Source: an optimization exercise on an open RTL-to-GDS flow (aim: small area, a short achievable clock period and few clock cycles per item). Production flows keep margins and buffers that such runs may drop.
Only simulation tests tie the RTL to the original design; equivalence was not proved.

== build 18 ==
// dge_sha256
module dge_sha256 (
    input  wire         clk,
    input  wire         rst,             
    input  wire         start,
    input  wire         resume,
    input  wire [255:0] resume_h,        
    input  wire [63:0]  resume_count,    
    input  wire         abort,
    input  wire         in_valid,
    output wire         in_ready,
    input  wire [63:0]  in_data,
    input  wire         in_last,
    input  wire [3:0]   in_nbytes,
    output wire         busy,
    output reg          done,
    output reg          err,
    output wire [255:0] digest
);
    integer i;
    reg         busy_r;
    reg         addc;        
    reg         init;        
    reg         kv;          
    reg         ring;        
    reg  [5:0]  q;           
    reg  [3:0]  sp;          
    reg         ended;       
    reg         m80;         
    reg         lenhere;     
    reg         lastblk;     
    reg  [5:0]  off;         
  ...
Size: ~7000 cells after synthesis, roughly 1100 flip-flops.
export LEC_CHECK = 0
export ABC_AREA = 1
export CAP_MARGIN = 20
export CORE_MARGIN = 2
export CORE_UTILIZATION = 50
export CTS_CLUSTER_DIAMETER = 90
export CTS_CLUSTER_SIZE = 22
export SLEW_MARGIN = 20
export TNS_END_PERCENT = 20
create_clock -name core_clock -period 10.0 [get_ports {clk}]
standard.sh (not shown) runs the stock make flow with config.mk's settings and CLKGATE_MAP_FILE= SYNTH_SCRIPT=/design/flow/synth_recipe.tcl, a recipe that flattens the netlist after the stock synthesis.
==> flow/flow/run.sh <==
#!/bin/bash
set -euo pipefail
bash standard.sh SETUP_SLACK_MARGIN=6 "BUFFER_PORTS_ARGS=-buffer_cell sky130_fd_sc_hd__buf_1" finish > layout.log 2>&1
Build 18 finished every step from synthesis to the final layout, and the layout passed the timing, DRC and antenna checks.
Testbench counts of build 18, summed over its fixed seeds: cycles 81,368, bytes 61,945.
### build 18 -> build 69
==> flow/flow/run.sh <==
#!/bin/bash
set -euo pipefail
bash standard.sh SETUP_SLACK_MARGIN=5.5 "BUFFER_PORTS_ARGS=-buffer_cell sky130_fd_sc_hd__buf_1" finish > layout.log 2>&1
## What came out
Detailed-route via count sits lower in build 69 than in build 18.
Summary of build 69 over build 18: aggregate global-route resource usage shows a reduction of 0.75 points; vias per cell shows a reduction of 0.060; wire length shows a reduction of 2.7%.
The arrival time reported for the critical path endpoint of build 69 is higher than that of build 18.
Summary of build 69 over build 18: average routed wire per standard cell went down 0.33 µm, final-layout fill cell count went up 413.
Input-level comparison between build 33 and build 69:
==> flow/flow/run.sh <==
#!/bin/bash
set -euo pipefail
bash standard.sh SETUP_SLACK_MARGIN=6 "BUFFER_PORTS_ARGS=-buffer_cell sky130_fd_sc_hd__buf_1" finish > layout.log 2>&1
--- a/flow/config.mk
+++ b/flow/config.mk
@@ -10,6 +10,3 @@
 export CORE_MARGIN = 2
-export CORE_UTILIZATION = 50
-export CTS_CLUSTER_DIAMETER = 90
-export CTS_CLUSTER_SIZE = 22
+export CORE_UTILIZATION = 40
 export SLEW_MARGIN = 20
-export TNS_END_PERCENT = 20
==> comparison <==
Re relative area of clock buffers and inverters in the final design: build 69 and build 33 aren't equal, and the higher value belongs to build 33. The final reports for build 33 and build 69 show setup slack of the critical path after layout higher in the former. Build 33 vs build 69, design area went up by 10%. Per the comparison of build 33 with build 69, final core area utilization fell by 6.8 points, die outline area shows an increase of about 25%. Cmp build 33 vs build 69: critical path arrival lower in build 33.
Edits applied to the flow inputs when going from build 33 to build 80:
==> flow/flow/run.sh <==
#!/bin/bash
set -euo pipefail
bash standard.sh SETUP_SLACK_MARGIN=5.2 "BUFFER_PORTS_ARGS=-buffer_cell sky130_fd_sc_hd__buf_1" finish > layout.log 2>&1
--- a/flow/config.mk
+++ b/flow/config.mk
@@ -10,3 +10,6 @@
 export CORE_MARGIN = 2
-export CORE_UTILIZATION = 40
+export CORE_UTILIZATION = 50
+export CTS_CLUSTER_DIAMETER = 90
+export CTS_CLUSTER_SIZE = 22
 export SLEW_MARGIN = 20
+export TNS_END_PERCENT = 20
==> comparison <==
o21ai_0 as the critical path's slowest cell was reported by build 80, and fa_2 by build 33. Relative to build 33, the number of gates given a new drive strength after cts measured on build 80 has decreased by more than half. Build 80 against build 33: wire length saw a decrease, period utilization went up by 3.4 points, required time reported for the critical path endpoint now sits at about the same level. Summary — floorplan die width, build 80 relative to build 33: lower, by 10%. In the metrics for build 80 and build 33, the one carrying the lower count of fill cells added during filler insertion is build 80. Build 33 has lower final design utilization than build 80. Looking at clock buffer count in the final layout across build 80 and build 33, the one that comes out lower is build 80. In terms of number of cells produced by synthesis, build 33 and build 80 differ only marginally. Of build 80 and build 33, build 33 shows the lower met1 demand-to-capacity share in global routing, with build 80 above it.

## job 101
dge_sha256 again, from the RTL that the note above started with.
clock: 10.0 ns
lec_check: 0
abc_area: 1
cap_margin: 20
core_margin: 2
core_utilization: 60
cts_buf_list: sky130_fd_sc_hd__clkbuf_4 sky130_fd_sc_hd__clkbuf_8
cts_cluster_size: 20
place_density: 0.7
slew_margin: 20
==> flow/flow/run.sh <==
#!/bin/bash
set -euo pipefail
bash standard.sh SETUP_SLACK_MARGIN=6 "BUFFER_PORTS_ARGS=-buffer_cell sky130_fd_sc_hd__buf_1" finish > layout.log 2>&1
Job 101 did not finish; a tool error ended it in global routing (5_1_grt).
Testbench counts of job 101, summed over its fixed seeds: cycles 81,368, bytes 61,945.
The following lists how job 102 was set up differently from job 101:
- clearing PLACE_DENSITY, which used to be 0.7
- swapping 60 for 40 in CORE_UTILIZATION
- clearing CTS_CLUSTER_SIZE, which used to be 20
- clearing CTS_BUF_LIST, which used to be sky130_fd_sc_hd__clkbuf_4 sky130_fd_sc_hd__clkbuf_8
==> flow/flow/run.sh <==
#!/bin/bash
set -euo pipefail
bash standard.sh SETUP_SLACK_MARGIN=6 finish > layout.log 2>&1
Results
- Job 102 | stages: all done | timing, DRC, antenna: all pass
- Diff job 101 and job 102: number of cells upsized or downsized after cts higher in job 102
- Summary of job 102 over job 101: die width went up; worst slack at placement went down.

job 1613:
Starting RTL as in the previous note.
Settings: LEC_CHECK=0, CAP_MARGIN=20, CORE_MARGIN=2, CORE_UTILIZATION=50, SLEW_MARGIN=20; clock period 10.0 ns.
==> flow/flow/run.sh <==
#!/bin/bash
set -euo pipefail
bash standard.sh SETUP_SLACK_MARGIN=6 "BUFFER_PORTS_ARGS=-buffer_cell sky130_fd_sc_hd__buf_1" finish > layout.log 2>&1
Looking at the reports, job 1613 completed the entire flow and the layout it produced met the timing, DRC and antenna checks.
Testbench counts of job 1613, summed over its fixed seeds: cycles 81,368, bytes 61,945.
Input-level comparison between job 6710 and job 1613:
Settings: setting CTS_CLUSTER_SIZE to 22 for the first time; setting CTS_CLUSTER_DIAMETER to 90 for the first time; setting ABC_AREA to 1 for the first time; setting TNS_END_PERCENT to 20 for the first time.
==> flow/flow/run.sh <==
#!/bin/bash
set -euo pipefail
bash standard.sh SETUP_SLACK_MARGIN=5.7 "BUFFER_PORTS_ARGS=-buffer_cell sky130_fd_sc_hd__buf_1" finish > layout.log 2>&1
### Flow results
- Job 6710 finished every stage and its layout cleared the timing, DRC and antenna checks.
- The sequential share of cell area in job 6710 sits 0.59 points above the value recorded for job 1613.
- Job 6710 — layout overhead on the synthesized area 5.7 points lower, job 1613 as reference
- Job 1613 reports its leading cell type in the layout, fill and taps excluded as dfxtp_1 while job 6710 reports nand2_1.
- Diff job 6710 and job 1613: register-to-register slack lower in job 1613
- From job 1613 to job 6710 the numbers moved as follows: total die area +3600 um2, buffer count excluding the clock tree in the final layout -about 6.6%, clock buffer count -71, worst setup slack +0.70 ns, mean routed wirelength per cell +2.1%.
Setup changes, job 6710 to job 483
Settings: removing CTS_CLUSTER_DIAMETER (formerly 90); removing CTS_CLUSTER_SIZE (formerly 22).
==> flow/flow/run.sh <==
#!/bin/bash
set -euo pipefail
bash standard.sh SETUP_SLACK_MARGIN=6 "BUFFER_PORTS_ARGS=-buffer_cell sky130_fd_sc_hd__buf_1" finish > layout.log 2>&1
[summary]
Diff job 6710 -> job 483 | average detailed-routed wire length per instance | increase of 0.21 um. Job 483 ended with more design area than job 6710. Combined buffer and inverter count along the critical path, job 483 and job 6710: smaller value in job 6710. In job 483 the area growth from synthesis to final layout turned out 6.2 points higher than in job 6710.
Input changes introduced in job 9533 (baseline for comparison: job 483):
Settings: SETUP_SLACK_MARGIN newly set to 5; CORE_UTILIZATION changed from 50 to 40; TNS_END_PERCENT removed (was 20).
==> flow/run.sh (new file) <==
#!/bin/bash
# synth_recipe.tcl (not shown) runs the flow's synth.tcl, then flattens the netlist and writes it again
# the make line also repeats each setting of config.mk as NAME=value (left out here)
make -C /OpenROAD-flow-scripts/flow DESIGN_CONFIG=/design/flow/config.mk WORK_HOME=/design/flow/orfs CLKGATE_MAP_FILE= SYNTH_SCRIPT=/design/flow/synth_recipe.tcl finish
removed: flow/flow/run.sh
removed: flow/standard.sh
==> comparison <==
From job 483 to job 9533 the numbers moved as follows: final worst setup slack moved down, critical path depth higher, detailed route wirelength on metal3 went down by 6.3 mm.
NOTE: maximum frequency in job 9533 falls short of that of job 483
Global-route wire length before repair ended up 12 mm higher on job 9533 than on job 483.
Of the two values seen for worst setup path endpoint, a[28] was produced by job 9533 and a[22] by job 483.

Starting RTL as in the previous note.
==> flow/config.mk <==
export PLATFORM = sky130hd
export DESIGN_NAME = dge_sha256
export DESIGN_NICKNAME = dge_sha256
export VERILOG_FILES = /design/flow/design.v
export SDC_FILE = /design/flow/constraint.sdc
export NUM_CORES = 4
export LEC_CHECK = 0
export ABC_AREA = 1
export CAP_MARGIN = 20
export CORE_MARGIN = 2
export CORE_UTILIZATION = 55
export CTS_CLUSTER_DIAMETER = 90
export CTS_CLUSTER_SIZE = 22
export SLEW_MARGIN = 20
export TNS_END_PERCENT = 20
==> flow/constraint.sdc <==
create_clock -name core_clock -period 10.0 [get_ports {clk}]
set_input_delay 2.0000 -clock core_clock [delete_from_list [all_inputs] [get_ports {clk}]]
set_output_delay 2.0000 -clock core_clock [all_outputs]
set_load 0.01 [all_outputs]
==> flow/flow/run.sh <==
#!/bin/bash
set -euo pipefail
bash standard.sh SETUP_SLACK_MARGIN=5.6 "BUFFER_PORTS_ARGS=-buffer_cell sky130_fd_sc_hd__buf_1" finish > layout.log 2>&1
Testbench counts at the start, summed over its fixed seeds: cycles 81,368, bytes 61,945.
==> next run, changes <==
==> flow/flow/run.sh (replaced) <==
#!/bin/bash
set -euo pipefail
bash standard.sh SETUP_SLACK_MARGIN=6 "BUFFER_PORTS_ARGS=-buffer_cell sky130_fd_sc_hd__buf_1" finish > layout.log 2>&1
--- a/flow/config.mk
+++ b/flow/config.mk
@@ -11,3 +11,3 @@
-export CORE_UTILIZATION = 55
-export CTS_CLUSTER_DIAMETER = 90
-export CTS_CLUSTER_SIZE = 22
+export CORE_UTILIZATION = 50
+export CTS_BUF_LIST = sky130_fd_sc_hd__clkbuf_4 sky130_fd_sc_hd__clkbuf_8
+export CTS_CLUSTER_SIZE = 20
@@ -15 +14,0 @@
-export TNS_END_PERCENT = 20
After rerunning: Maximum frequency went up by about 6.4%. Final cell count climbs by about 5%. Critical path depth is unchanged. Global-route usage came out lower by 4.9 points. First-iteration DRC count shrinks by about 28%. Worst hold slack loses 12 ps. Routed wire length drops by about 2.5%. Cell area came out higher by 7.1%.

## static timing again, ports no longer ideal
The flow's constraints put no driver on any port. The routed layouts listed below were extracted and timed again, unchanged, in two steps. Step 1, drivers: a clkbuf_16 drives clk and a buf_2 each remaining input, both assumed. Step 2 also shifts input and output timing later by t, the mid clock arrival at the registers, as if the neighbouring blocks saw the same clock. a / b / c = no drivers / after step 1 / after step 2; a / b = the first two.
| run | shift t [ns] | slack for setup (ns) | latest minus earliest clock arrival (ns) | cell pins on the clock port's net |
|---|---|---|---|---|
| build 18 | 0.794 | 5.551 / 5.551 / 5.062 | 0.061 / 0.061 | 1 |
| build 69 | 0.791 | 5.425 / 5.395 / 4.808 | 0.058 / 0.058 | 1 |
| build 33 | 0.847 | 5.532 / 5.532 / 5.403 | 0.124 / 0.125 | 1 |
| build 80 | 0.764 | 5.192 / 5.134 / 4.740 | 0.071 / 0.071 | 1 |
| job 102 | 0.852 | 5.597 / 5.597 / 5.209 | 0.111 / 0.111 | 1 |
| job 1613 | 0.797 | 4.815 / 4.815 / 4.815 | 0.142 / 0.141 | 1 |
| job 6710 | 0.795 | 5.515 / 5.468 / 4.916 | 0.056 / 0.056 | 1 |
| job 483 | 0.811 | 5.531 / 5.478 / 5.049 | 0.115 / 0.116 | 1 |
| job 9533 | 0.833 | 5.010 / 5.010 / 4.615 | 0.100 / 0.100 | 1 |
| the first run of note 4 | 0.786 | 5.277 / 5.277 / 4.794 | 0.029 / 0.029 | 1 |
| the second run of note 4 | 1.021 | 5.563 / 5.563 / 5.023 | 0.078 / 0.078 | 1 |
After both steps every run listed still meets setup and hold. The setup slack of build 69, which loses most, moves by -0.030 ns with the drivers and by -0.617 ns with both steps.
